This design comes from an exercise in tuning for small area, a short achievable clock period and few clock cycles on the open sky130 flow, not from production work.
Function was not checked in any run shown here: the RTL went through the layout flow alone.

File: flow/design.v
module fh_tdiv (
    input  wire               clk,
    input  wire               rst,
    input  wire               start,
    input  wire signed [19:0] e,
    input  wire signed [31:0] f,
    input  wire               e_sat,
    input  wire               f_sat,
    input  wire [39:0]        per,
    input  wire [2:0]         sh3,
    input  wire [3:0]         sh4,
    input  wire [1:0]         dec_phase,
    input  wire signed [16:0] tgt,
    input  wire signed [15:0] toff,
    input  wire [19:0]        tmin,
    output reg                ready,
    output reg                done,
    output reg  signed [15:0] t,
    output reg                lowq
);
    reg        s_mul, s_div, s_fin;
    reg [2:0]  cnt;
    wire       last = (cnt == 3'd4);
    reg [39:0]  x;        
    reg [39:0]  acc;      
    reg [39:0]  p_r;      
    reg [18:0]  e_r;      
    reg [20:0]  e3_r;     
    reg [1:0]   ph_r;     
    reg [16:0]  tgt_r;
    reg [15:0]  toff_r;
    reg [19:0]  off_r;    
    reg [1:0]   m_r;
    reg         neg;
    reg         nodiv;
    reg         ovf_hi;   
    reg         ovf_r;    
    wire [6:0]  v     = 7'd62 + {4'd0, sh3} - {3'd0, sh4};    
    wire [2:0]  b     = 3'd7 - v[2:0];
    wire        f_neg = f[31];
    wire [30:0] f_mag = f[30:0] ^ {31{f_neg}};                
    wire [37:0] x_sh  = ({7'd0, f_mag} << b) | ({38{f_neg}} & ~({38{1'b1}} << b));
    wire        no_d  = e[19] | e_sat | f_sat;
    wire [7:0]  digit = x[7:0];
    wire [47:0] msum = {8'd0, acc}
                     + (digit[0] ? {8'd0, p_r}       : 48'd0)
                     + (digit[1] ? {7'd0, p_r, 1'b0} : 48'd0)
                     + (digit[2] ? {6'd0, p_r, 2'b0} : 48'd0)
                     + (digit[3] ? {5'd0, p_r, 3'b0} : 48'd0)
                     + (digit[4] ? {4'd0, p_r, 4'b0} : 48'd0)
                     + (digit[5] ? {3'd0, p_r, 5'b0} : 48'd0)
                     + (digit[6] ? {2'd0, p_r, 6'b0} : 48'd0)
                     + (digit[7] ? {1'd0, p_r, 7'b0} : 48'd0);
    reg  [18:0] r0;
    reg  [19:0] abits;
    reg         hi_nz;
    always @(*) begin
        case (m_r)
            2'd0: begin r0 = msum[26:8];  abits = {msum[7:0], x[39:28]}; hi_nz = |msum[47:27]; end
            2'd1: begin r0 = msum[34:16]; abits = {msum[15:0], x[39:36]}; hi_nz = |msum[47:35]; end
            2'd2: begin r0 = msum[42:24]; abits = msum[23:4];            hi_nz = |msum[47:43]; end
            default: begin r0 = {3'd0, msum[47:32]}; abits = msum[31:12]; hi_nz = 1'b0; end
        endcase
    end
    function [20:0] r4step;    
        input [18:0] r;
        input [1:0]  a;
        input [18:0] d;
        input [20:0] d3;
        reg   [21:0] w, d1, d2, dd3;
        begin
            w   = {1'b0, r, a};
            d1  = w - {3'b0, d};
            d2  = w - {2'b0, d, 1'b0};
            dd3 = w - {1'b0, d3};
            if (!dd3[21])     r4step = {2'd3, dd3[18:0]};
            else if (!d2[21]) r4step = {2'd2, d2[18:0]};
            else if (!d1[21]) r4step = {2'd1, d1[18:0]};
            else              r4step = {2'd0, w[18:0]};
        end
    endfunction
    wire [18:0] rem = acc[18:0];
    wire [20:0] st1 = r4step(rem,       x[39:38], e_r, e3_r);
    wire [20:0] st2 = r4step(st1[18:0], x[37:36], e_r, e3_r);
    wire [41:0] pp    = (ph_r[0] ? {2'd0, p_r} : 42'd0) + (ph_r[1] ? {1'd0, p_r, 1'b0} : 42'd0)
                      + 42'h2000000;
    wire [19:0] off   = {4'd0, pp[41:26]} + {{4{tgt_r[16]}}, tgt_r[16:1]}
                      + {{4{toff_r[15]}}, toff_r} + {19'd0, tgt_r[16] & tgt_r[0]};
    wire        le_min = ({2'b0, e_r} <= e3_r);
    wire        first  = s_mul & (cnt == 3'd0);
    wire [17:0] m     = x[18:1];
    wire        ovf   = ~nodiv & (ovf_r | x[19]);
    wire [19:0] mx    = nodiv ? 20'd0 : (neg ? ~{2'b00, m} : {2'b00, m});
    wire        cin   = ~nodiv & (neg ^ x[0]);
    wire [19:0] sum   = off_r + mx + {19'd0, cin};
    wire        s_hi  = ~sum[19] & (|sum[18:15]);
    wire        s_lo  =  sum[19] & ~(&sum[18:15]);
    always @(posedge clk) begin
        if (rst) begin
            ready <= 1'b1;
            s_mul <= 1'b0;
            s_div <= 1'b0;
            s_fin <= 1'b0;
            done  <= 1'b0;
        end else begin
            done <= s_fin;
            if (ready) begin
                if (start) begin
                    ready <= 1'b0;
                    s_mul <= 1'b1;
                end
            end
            if (first & (nodiv | le_min)) begin
                s_mul <= 1'b0;
                s_fin <= 1'b1;
            end
            if (s_mul & last) begin
                s_mul <= 1'b0;
                s_div <= 1'b1;
            end
            if (s_div & last) begin
                s_div <= 1'b0;
                s_fin <= 1'b1;
            end
            if (s_fin) begin
                s_fin <= 1'b0;
                ready <= 1'b1;
            end
        end
    end
    always @(posedge clk) begin
        if (ready | last) cnt <= 3'd0;
        else              cnt <= cnt + 3'd1;
    end
    always @(posedge clk) begin
        if (ready) begin
            x   <= {2'd0, x_sh};
            acc <= f_neg ? per : 40'd0;
        end else if (s_mul) begin
            if (last) begin
                x   <= {abits, msum[7:0], x[39:28]};
                acc <= {msum[47:27], r0};
            end else begin
                x   <= {msum[7:0], x[39:8]};
                acc <= msum[47:8];
            end
        end else begin
            x   <= {x[35:0], st1[20:19], st2[20:19]};
            acc <= {acc[39:19], st2[18:0]};
        end
    end
    always @(posedge clk) begin
        if (ready) begin
            p_r    <= per;
            e_r    <= e[18:0];
            e3_r   <= {1'b0, tmin};
            ph_r   <= dec_phase;
            tgt_r  <= tgt;
            toff_r <= toff;
            m_r    <= v[4:3] - 2'd1;
            neg    <= f_neg;
            nodiv  <= no_d;
        end
        if (first) begin
            e3_r  <= {2'd0, e_r} + {1'd0, e_r, 1'b0};
            off_r <= off;
            nodiv <= nodiv | le_min;
        end
        if (s_mul & last)
            ovf_hi <= hi_nz;
        if (s_div & (cnt == 3'd0))
            ovf_r <= ovf_hi | (rem >= e_r);
    end
    always @(posedge clk) begin
        if (ovf) begin
            t    <= neg ? -16'sd32768 : 16'sd32767;
            lowq <= 1'b1;
        end else begin
            t    <= s_hi ? 16'sd32767 : s_lo ? -16'sd32768 : sum[15:0];
            lowq <= nodiv | s_hi | s_lo;
        end
    end
endmodule
File: flow/run.sh
#!/bin/bash
# synth_recipe.tcl (not shown) runs the flow's synth.tcl, then flattens the netlist and writes it again
# the make line also repeats each setting of config.mk as NAME=value (left out here)
make -C /OpenROAD-flow-scripts/flow DESIGN_CONFIG=/design/flow/config.mk WORK_HOME=/design/flow/orfs CLKGATE_MAP_FILE= SYNTH_SCRIPT=/design/flow/synth_recipe.tcl finish
File: flow/config.mk
export PLATFORM = sky130hd
export DESIGN_NAME = fh_tdiv
export DESIGN_NICKNAME = fh_tdiv
export VERILOG_FILES = /design/flow/design.v
export SDC_FILE = /design/flow/constraint.sdc
export NUM_CORES = 4
export LEC_CHECK = 0
export CAP_MARGIN = 20
export CORE_MARGIN = 2
export CORE_UTILIZATION = 40
export SLEW_MARGIN = 20
File: flow/constraint.sdc
create_clock -name core_clock -period 22.0 [get_ports {clk}]
set_input_delay 4.4000 -clock core_clock [delete_from_list [all_inputs] [get_ports {clk}]]
set_output_delay 4.4000 -clock core_clock [all_outputs]
set_load 0.01 [all_outputs]
==> results of run 1 <==
## worst register-to-register path: cells and delay by family (launching register included)
| family | cells | cell delay (ns) |
|---|---|---|
| XOR/XNOR | 2 | 0.52 |
| adder cells (fa/ha/maj) | 4 | 1.30 |
| flip-flops | 1 | 0.37 |
| AND/OR/NAND/NOR | 5 | 0.87 |
| buffers and inverters | 2 | 0.33 |
| AO/OA/AOI/OAI | 18 | 3.84 |
## cells by family after synthesis
logic type                 after synthesis  share of synthesized area
AOI/OAI and AO/OA                      950                      0.183
xor gates and xnor gates               244                     0.0617
adders and majority gates              659                      0.302
buffers and inverters                  645                     0.0708
DFF                                    246                      0.188
muxes                                  109                     0.0324
and+or+nand+nor                       1122                      0.162
## through the flow
stage	instances	setup WS, ns	hold slack, ns	area [um^2]
after floorplan	3975	15.13	0.424	34700
after global placement	5201	13.99	0.446	37700
after detailed placement	5201	14.04	0.449	37700
after CTS	5263	14.51	0.457	38800
after global routing	5263	13.85	0.472	38800
final	5264	14.46	0.465	38800
## state kept, by name (all words and copies together), names as in the netlist, 2 cells and up
| signal | count |
|---|---|
| x | 40 |
| toff_r | 16 |
| acc | 40 |
| p_r | 40 |
| m_r | 2 |
| e3_r | 21 |
| cnt | 3 |
| ph_r | 2 |
| e_r | 19 |
| t | 16 |
| tgt_r | 17 |
| off_r | 20 |
## cell type report
cell class | count | area share
Clock inverter | 15 | 0.00535
Inverter | 497 | 0.0481
Multi-Input combinational cell | 3084 | 0.663
Clock buffer | 47 | 0.0237
Timing Repair Buffer | 219 | 0.0536
Sequential cell | 246 | 0.169
Tap cell | 1155 | 0.0372
Antenna cell | 1 | 0.0000645
## Yosys cell counts (29+ instances only)
library cell  instances  area, um^2
inv_1               495        1860
ha_1                362        4530
nand2_1             323        1210
and2_1              319        2000
fa_1                297        5950
a21oi_1             220        1100
o21ai_0             209        1050
nor2_1              206         773
xnor2_1             164        1440
edfxtp_1            162        4860
clkbuf_1            117         439
mux2i_1              93         931
dfxtp_1              84        1680
a21o_1               82         616
xor2_1               79         692
nand3_1              56         280
o21a_1               54         405
nor3_1               51         255
o211ai_1             50         375
nand2b_1             34         213
o21bai_1             29         218
## routing by layer
| layer | up-vias | part of all wire | global-route usage | wire length, um |
|---|---|---|---|---|
| li1 | 13901 | - | - | - |
| met1 | 14374 | 0.44 | 0.332 | 49000 |
| met2 | 922 | 0.48 | 0.427 | 53500 |
| met3 | 188 | 0.057 | 0.0289 | 6450 |
| met4 | 2 | 0.032 | 0.0808 | 3600 |
| met5 | - | 0.000098 | 0 | 11 |
## worst max path at each step
stage | from | end | slack [ns]
floorplan | ready | ready | 15.13
global placement | sh3[1] | x[5] | 13.99
detailed placement | sh3[1] | x[5] | 14.04
CTS | ph_r[1] | off_r[17] | 14.51
global route | ph_r[1] | off_r[18] | 13.85
finish | ph_r[1] | off_r[17] | 14.46
==> reports/results.txt, run 1 <==
status - finished clean
WP buf/inv - 2
r2r startpoint - ph_r[1]
part of the cycle the worst path needs - 0.343
post_cts resized - 0
routed vias/inst - 5.58
first-pass GRT wire length - 174000 um
ys flop type - edfxtp_1
fin crit period - 7.54 ns
Critical R2R Capture - off_r[17]
async set-or-reset flop fraction in the synthesized netlist - 0
DR iter-0 viols - 2162
Min-Delay Startpoint - cnt[0]
TritonCTS sink count - 246
max capacitance violation total - 0
Skew-Pair Late Insertion Delay - 0.58 ns
routed wire length - 113000 um
FF+latch count, synth - 246
area of the multi-input gates - 25700 um^2
largest net degree at the start of global routing - 74
Worst Hold Class - reg2reg
clk root buf - clkbuf_16
crit path kind - reg2reg
Hold Path End - cnt[0]
WL per Instance - 21.4 um
FILL cells - 8432
Post-CTS Setup Bufs - 0
Crit-path slowest cell - fa_1
worst-case clock skew - 0.0383 ns
Post-Syn Area - 34700 um^2
Net count, final - 4900
Setup crit end kind - register
FF-to-FF path depth - 31
gp weighted congestion - 0.976
Post-synth EDFFs - 162
CP peak stage delay - 0.53 ns
crit-path most repeated cell - a21oi_1
RSZ-0062 raised after global routing - false
fmax - 133 MHz
die area - 89200 um^2
commonest non-fill, non-tap cell in the layout - inv_1
Remaining DRCs - 0
Layout Utilization - 0.450
Hold Path Stages - 1
Synth Instances - 3975
share of layout cells above drive strength 1 - 0.0377
cell family with the largest share of critical-path delay - compound AO/OA/AOI/OAI gates
initial antenna violation count - 2
FF-to-FF setup slack - 14.46 ns
GRT Util Overall - 0.251
Hold Vio Cnt, Final - 0
DRT Pass-1 Iters - 5
clock buffer depth - 3
Vias - 29387
Chip Width - 299 um
Ys Warns - 1
Final TNS setup - 0 ns
input/output buffers - 177
Synth cell types - 94
post-DP HPWL - 89000 um
hold_buf cts - 0
Rel. slew slack - 0.232
Die H - 299 um
mean area per synthesized cell - 8.74 um^2
fin. max-slew vios - 0
Remaining Overflow, GRT - 0
Inserted Clock Buffers - 34
sequential element share of the synthesized area - 0.188
crit path DAT - 7.82 ns
Critical Path Source Type - register
pin slew with the least headroom to its limit - 1.15 ns
vias in the first global route - 29487
Syn Nets - 4793
Critical Path RT - 22.28 ns
Setup-failing EPs final - 0
CP Max Fanout - 39
Layout area overhead - 11.7%
most frequent cells in the layout - 495 x inv_1, 360 x ha_1, 323 x nand2_1
effective utilization at floorplan - 0.402
instance count on the critical path - 31
FP Rows - 108
Clk pin slew, worst setup/hold paths - 0.06 ns
io pins - 178
H-tree levels - 2
CTS tree - built
register area - 6550 um^2
Core Region - 86300 um^2
Routed Antenna Nets - 0
==> run 2, diff against run 1 <==
==> flow/flow/run.sh (new file) <==
#!/bin/bash
# The standard layout, with repair_timing asked for setup slack of at least
# 16 ns against the design's clock (same SDC), so that it sizes and buffers
# the critical paths instead of stopping at the 22 ns constraint.
set -euo pipefail
bash standard.sh SETUP_SLACK_MARGIN=16 finish > standard_flow.log 2>&1
==> flow/standard.sh (new file) <==
#!/bin/bash
# synth_recipe.tcl (not shown) runs the flow's synth.tcl, then flattens the netlist and writes it again
# the make line also repeats each setting of config.mk as NAME=value (left out here)
make -C /OpenROAD-flow-scripts/flow DESIGN_CONFIG=/design/flow/config.mk WORK_HOME=/design/flow/orfs CLKGATE_MAP_FILE= SYNTH_SCRIPT=/design/flow/synth_recipe.tcl "${@:-finish}"
removed: flow/run.sh
==> run 2 against run 1 <==
Against the previous run:
- global-route usage rose by 2.0 points
- non-clock buffer count is 235 higher
- largest cell class unchanged
- still clean
- synthesized cell count unchanged
- worst setup slack improved by 1.0 ns
==> reports/results.txt, run 2 <==
status - finished clean
CP Max Fanout - 10
CTS tree - built
commonest non-fill, non-tap cell in the layout - inv_1
Synth top area share - 0.171
WL per Instance - 23.4 um
RSZ-0062 raised after global routing - true
routed vias/inst - 5.73
hold_buf cts - 0
Layout area overhead - 25.8%
sequential element share of the synthesized area - 0.188
Clk pin slew, worst setup/hold paths - 0.06 ns
pin slew with the least headroom to its limit - 1.09 ns
async set-or-reset flop fraction in the synthesized netlist - 0
mean area per synthesized cell - 8.74 um^2
Final TNS setup - 0 ns
Layout Utilization - 0.506
initial antenna violation count - 11
largest net degree at the start of global routing - 71
most frequent cells in the layout - 462 x inv_1, 316 x nand2_1, 311 x and2_1, 311 x ha_1, 292 x fa_1
Routed Antenna Nets - 0
fin crit period - 6.53 ns
die area - 89200 um^2
ys flop type - edfxtp_1
Hold Vio Cnt, Final - 0
GRT Util Overall - 0.271
Post-Syn Area - 34700 um^2
Die H - 299 um
clock buffer depth - 3
effective utilization at floorplan - 0.402
worst-case clock skew - 0.0331 ns
io pins - 178
worst hold margin - 0.475 ns
crit path DAT - 6.87 ns
crit-path most repeated cell - o21ai_2
Setup crit end kind - register
share of layout cells above drive strength 1 - 0.167
Vias - 31558
Synth cell types - 94
Critical Path RT - 22.34 ns
biggest registers after layout - acc (40), p_r (40), x (40)
CP peak stage delay - 0.54 ns
DR iter-0 viols - 2634
Inserted Clock Buffers - 36
Net count, final - 5144
gp weighted congestion - 0.978
Setup-failing EPs final - 0
Chip Width - 299 um
crit path kind - reg2reg
Remaining Overflow, GRT - 0
Core Region - 86300 um^2
fin area - 43700 um^2
DRT Pass-1 Iters - 6
Crit-path slowest cell - fa_1
fin. max-slew vios - 0
routed wire length - 129000 um
TritonCTS sink count - 246
Critical Path Source Type - register
synth cell count leaders - 495 x inv_1, 362 x ha_1, 323 x nand2_1
max capacitance violation total - 0
Rel. slew slack - 0.269
Synth Instances - 3975
input/output buffers - 177
Skew-Pair Late Insertion Delay - 0.60 ns
Placed Area - 37800 um^2
count leader, synth - inv_1
area leader, netlist - fa_1
H-tree levels - 2
Syn Nets - 4793
fmax - 153 MHz
Synth area leaders - fa_1 17%, edfxtp_1 14%, ha_1 13%, and2_1 5.7%, inv_1 5.3%
FP Rows - 108
Ys Warns - 1
post-DP HPWL - 89900 um
first-pass GRT wire length - 186000 um
FF+latch count, synth - 246
clk root buf - clkbuf_16
Post-synth EDFFs - 162
Remaining DRCs - 0
part of the cycle the worst path needs - 0.297
vias in the first global route - 31236
Worst Hold Class - reg2reg
run 2: path summary, 6_finish.rpt:
path | slack [ns] | cells after the start | startpoint | end
setup reg to reg | 15.47 | 30 | ph_r[0] | off_r[18]
hold reg to reg | 0.48 | 1 | s_fin | done
hold / removal | 0.48 | 1 | s_fin | done
setup / recovery | 15.47 | 30 | ph_r[0] | off_r[18]
run 2: layout make-up:
class / instances / area, um^2
Fill cell: 8060 / 42700
Multi-Input combinational cell: 3089 / 27700
Sequential cell: 246 / 6610
Timing Repair Buffer: 454 / 4710
Inverter: 497 / 1930
Tap cell: 1155 / 1450
Clock buffer: 44 / 951
Clock inverter: 22 / 277
Timing Repair inverter: 2 / 32.5
Antenna cell: 3 / 7.51
run 2: worst max-delay path, delay by kind of cell, from the launching register on:
| family | cells | cell delay, ns |
|---|---|---|
| compound gates | 17 | 3.05 |
| xor+xnor | 1 | 0.08 |
| fa+ha+maj | 4 | 1.36 |
| buf+inv | 4 | 0.68 |
| flops | 1 | 0.44 |
| mux | 1 | 0.30 |
| simple gates | 3 | 0.37 |
run 2: layer usage:
| metal | global-route usage | wire [um] |
|---|---|---|
| met2 | 0.465 | 60900 |
| met3 | 0.0366 | 8300 |
| met1 | 0.337 | 51500 |
| met4 | 0.129 | 8220 |
| met5 | 0.00106 | 56 |
run 2: metrics by stage:
step | instances | setup WS, ns
after floorplan | 3975 | 15.93
after global placement | 5200 | 14.43
after detailed placement | 5200 | 14.41
after CTS | 5378 | 15.48
after global routing | 5511 | 15.28
final | 5512 | 15.47
run 2: cell families (layout without fill, tap and decap cells):
group,count (synthesis),count (layout),synth area share
adders and majority gates,659,659,0.302
muxes,109,109,0.0324
other,0,3,0
buffers and inverters,645,1019,0.0708
xor gates and xnor gates,244,244,0.0617
AOI/OAI and AO/OA,950,953,0.183
and+or+nand+nor,1122,1124,0.162
DFF,246,246,0.188
run 2: what timing repair did:
action / 4_1_cts / 5_1_grt
pin swaps: 69 / 143
cloned: 16 / 19
resized for setup: 226 / 286
buffers inserted: 96 / 112
setup endpoints to repair: 89 / 68
==> run 3, diff against run 2 <==
--- a/flow/design.v
+++ b/flow/design.v
@@ -23,5 +23,5 @@
     wire       last = (cnt == 3'd4);
     reg [39:0]  x;        
-    reg [39:0]  acc;      
+    reg [41:0]  acc;      
     reg [39:0]  p_r;      
     reg [18:0]  e_r;      
@@ -42,14 +42,21 @@
     wire [37:0] x_sh  = ({7'd0, f_mag} << b) | ({38{f_neg}} & ~({38{1'b1}} << b));
     wire        no_d  = e[19] | e_sat | f_sat;
-    wire [7:0]  digit = x[7:0];
-    wire [47:0] msum = {8'd0, acc}
-                     + (digit[0] ? {8'd0, p_r}       : 48'd0)
-                     + (digit[1] ? {7'd0, p_r, 1'b0} : 48'd0)
-                     + (digit[2] ? {6'd0, p_r, 2'b0} : 48'd0)
-                     + (digit[3] ? {5'd0, p_r, 3'b0} : 48'd0)
-                     + (digit[4] ? {4'd0, p_r, 4'b0} : 48'd0)
-                     + (digit[5] ? {3'd0, p_r, 5'b0} : 48'd0)
-                     + (digit[6] ? {2'd0, p_r, 6'b0} : 48'd0)
-                     + (digit[7] ? {1'd0, p_r, 7'b0} : 48'd0);
+    reg         xl;       
+    wire [8:0]  dg = {x[7:0], xl};
+    reg  [40:0] r [0:3];
+    reg  [3:0]  ng;
+    integer     i;
+    always @(*) begin
+        for (i = 0; i < 4; i = i + 1) begin
+            ng[i] = dg[2*i+2] & ~(dg[2*i+1] & dg[2*i]);
+            r[i]  = ((dg[2*i+1] ^ dg[2*i]) ? {1'b0, p_r} :
+                     ((dg[2*i+2] ^ dg[2*i+1]) ? {p_r, 1'b0} : 41'd0)) ^ {41{ng[i]}};
+        end
+    end
+    wire [50:0] msum = {10'd0, acc[40:0]} + {9'd0, ~acc[41], 41'd0}
+                     + {10'd0, r[0]} + {8'd0, r[1], 2'd0} + {6'd0, r[2], 4'd0} + {4'd0, r[3], 6'd0}
+                     + {44'd0, ng[3], 1'b0, ng[2], 1'b0, ng[1], 1'b0, ng[0]}
+                     + {3'd0, ~ng[3], 1'b0, ~ng[2], 1'b0, ~ng[1], 1'b0, ~ng[0], 41'd0}
+                     + {10'b1110101010, 41'd0};
     reg  [18:0] r0;
     reg  [19:0] abits;
@@ -136,16 +143,18 @@
         if (ready) begin
             x   <= {2'd0, x_sh};
-            acc <= f_neg ? per : 40'd0;
+            acc <= f_neg ? {2'd0, per} : 42'd0;
+            xl  <= 1'b0;
         end else if (s_mul) begin
             if (last) begin
                 x   <= {abits, msum[7:0], x[39:28]};
-                acc <= {msum[47:27], r0};
+                acc <= {msum[49:27], r0};
             end else begin
                 x   <= {msum[7:0], x[39:8]};
-                acc <= msum[47:8];
+                acc <= msum[49:8];
+                xl  <= x[7];
             end
         end else begin
             x   <= {x[35:0], st1[20:19], st2[20:19]};
-            acc <= {acc[39:19], st2[18:0]};
+            acc <= {acc[41:19], st2[18:0]};
         end
     end
==> run 3 against run 2 <==
Against the previous run:
- fmax grew 2.4%
- hold slack worse by 0.0053 ns
- sequential share of layout area increased by 0.54 points
- critical path type unchanged
- worst setup slack better by 0.16 ns
- largest cell class unchanged
==> reports/results.txt, run 3 <==
status - finished clean
post-DP HPWL - 84600 um
max capacitance violation total - 0
async set-or-reset flop fraction in the synthesized netlist - 0
routed wire length - 123000 um
Critical Path Source Type - register
Remaining DRCs - 0
H-tree levels - 2
most frequent cells in the layout - 371 x inv_1, 321 x ha_1, 273 x nand2_1
biggest registers after layout - acc (42), p_r (40), x (40)
largest net degree at the start of global routing - 61
clock buffer depth - 3
worst-case clock skew - 0.0243 ns
area share of fa/ha/maj cells after synthesis - 0.242
Synth area leaders - ha_1 15%, edfxtp_1 15%, fa_1 9.0%, xnor2_1 5.8%, dfxtp_1 5.2%
commonest non-fill, non-tap cell in the layout - inv_1
input/output buffers - 177
CP peak stage delay - 0.53 ns
RSZ-0062 raised after global routing - true
synth cell count leaders - 406 x inv_1, 401 x ha_1, 281 x nand2_1
compound-gate portion of the synthesized area - 0.216
io pins - 178
Synth Instances - 3879
crit path kind - reg2reg
mean area per synthesized cell - 8.51 um^2
Syn Nets - 4587
area leader, netlist - ha_1
routed vias/inst - 5.93
Clk pin slew, worst setup/hold paths - 0.06 ns
Final TNS setup - 0 ns
pin slew with the least headroom to its limit - 0.972 ns
Core Region - 81800 um^2
Top Usage Layer GRT - met2
Hold Vio Cnt, Final - 0
CP Max Fanout - 5
mux share of post-synthesis cell area - 0.0360
Crit-path slowest cell - fa_1
Synth cell types - 80
Post-synth EDFFs - 164
main combinational cell family by area after synthesis - adder cells
sequential element share of the synthesized area - 0.201
global routing usage on met1 - 0.356
DRT Pass-1 Iters - 8
fin. max-slew vios - 0
ys flop type - edfxtp_1
crit-path most repeated cell - buf_4
share of layout cells above drive strength 1 - 0.196
DR iter-0 viols - 2846
CTS tree - built
clk root buf - clkbuf_16
Rel. slew slack - 0.350
FILL cells - 7438
Largest Register - acc
Routed Antenna Nets - 0
Worst Hold Class - reg2reg
simple-gate share of the synthesized area - 0.126
Net count, final - 4856
met3 Track Usage GR - 0.0483
Layout area overhead - 29.0%
Die H - 291 um
Final Non-Filler Cells - 5245
count leader, synth - inv_1
number of flip-flops in the largest register - 42
FF+latch count, synth - 249
vias in the first global route - 30295
FP Rows - 105
gp weighted congestion - 0.957
crit path DAT - 6.70 ns
dpl cells - 4965
Critical Path RT - 22.33 ns
part of the cycle the worst path needs - 0.290
Remaining Overflow, GRT - 0
fin crit period - 6.37 ns
hold_buf cts - 0
Chip Width - 291 um
XOR/XNOR Fraction of Synth Area - 0.109
Setup-failing EPs final - 0
Skew-Pair Late Insertion Delay - 0.57 ns
die area - 84800 um^2
initial antenna violation count - 3
Ys Warns - 2
WL per Instance - 23.4 um
Inserted Clock Buffers - 35
Setup crit end kind - register
GRT Util Overall - 0.272
met2 global-route usage - 0.442
Synth top area share - 0.152
first-pass GRT wire length - 180000 um
effective utilization at floorplan - 0.403
Vias - 31095
TritonCTS sink count - 249
fmax - 157 MHz
Post-Syn Area - 33000 um^2
## run 3: changes by cell type in the layout (fill, tap and decap cells not counted), moves of 13 or more
cell	before	now
mux4_2	0	13
fa_1	292	143
a22oi_2	0	37
a22oi_1	22	133
and2_1	311	80
buf_4	209	178
xnor2_1	150	192
nor2b_1	23	44
ha_4	34	65
o21ai_1	63	50
xor2_1	73	178
nand2_1	316	273
inv_1	462	371
mux2i_1	92	52
## run 3: final timing paths
| check | endpoint | slack [ns] | startpoint | cells after the start |
|---|---|---|---|---|
| worst min-delay path | ready | 0.47 | s_fin | 2 |
| worst max-delay path | ovf_hi | 15.63 | x[0] | 29 |
| worst min register to register | ready | 0.47 | s_fin | 2 |
| worst max register to register | ovf_hi | 15.63 | x[0] | 29 |
## run 3: critical path: cells and delay by family (launching register included)
family | cells | cell delay [ns]
adder cells (fa/ha/maj) | 5 | 2.03
AO/OA/AOI/OAI | 8 | 1.50
buffers and inverters | 10 | 1.40
AND/OR/NAND/NOR | 4 | 0.48
XOR/XNOR | 2 | 0.38
flip-flops | 1 | 0.36
## run 3: kinds of logic (layout without fill, tap and decap cells)
family          Yosys count  count (layout)
buf+inv                 614             909
flops                   249             249
mux                     100             100
xor+xnor                412             412
fa+ha+maj               549             549
compound gates         1073            1073
other cells               0               1
simple gates            882             882
## run 3: area by class of cell
class / instances / area [um^2] / area share
Multi-Input combinational cell: 3016 / 27000 / 0.635
Sequential cell: 249 / 6670 / 0.157
Timing Repair Buffer: 436 / 4820 / 0.113
Inverter: 409 / 1590 / 0.0372
Tap cell: 1070 / 1340 / 0.0314
Clock buffer: 50 / 1020 / 0.0241
Clock inverter: 13 / 81.3 / 0.00191
Timing Repair inverter: 1 / 8.76 / 0.000206
Antenna cell: 1 / 2.50 / 0.0000588
## run 3: timing repair
action	CTS	global route
setup buffers	100	81
pin swaps	161	163
setup endpoints to repair	95	68
endpoints found under the hold margin	0	0
resized for setup	396	295
gates cloned	26	9
## run 3: through the flow
stage          area (um^2)  worst slack, ns   util  hold WS (ns)
2_1_floorplan        33300            15.76      -         0.420
3_3_place_gp         35800            14.64  0.437         0.451
3_5_place_dp         35800            14.52  0.437         0.459
4_1_cts              40300            15.85  0.493         0.475
5_1_grt              42600            15.42  0.520         0.500
6_report             42600            15.63  0.520         0.470
## run 3: per-layer routing
| layer | vias up | wire, um |
|---|---|---|
| met3 | 351 | 10500 |
| met4 | 4 | 6720 |
| met5 | - | 23 |
| li1 | 14290 | - |
| met1 | 15078 | 49800 |
| met2 | 1372 | 55700 |

afterwards: timing with drivers on the ports:
No port has a modelled driver above. Below, the same layouts with a new extraction and two added sets of constraints.
Step 1, drivers: a clkbuf_16 drives clk and a buf_2 each remaining input, both assumed.
Step 2 times the ports against the registers' clock, not the clock port: input delays grow and output delays shrink by t, the midpoint of the rising clock arrivals with the driver on.
Slacks: ideal / step 1 / step 2; pairs: ideal / step 1.
run	t, ns	slack for setup (ns)	worst slew at a driven data input, ns	cell pins on the clock port's net
run 1	0.627	14.456 / 14.456 / 14.047	0.08	1
run 2	0.647	15.471 / 15.471 / 15.457	0.05	1
run 3	0.634	15.626 / 15.626 / 15.467	0.22	1
After both steps every run listed still meets setup and hold. The setup slack of run 1, which loses most, moves by 0.000 ns with the drivers and by -0.409 ns with both steps.
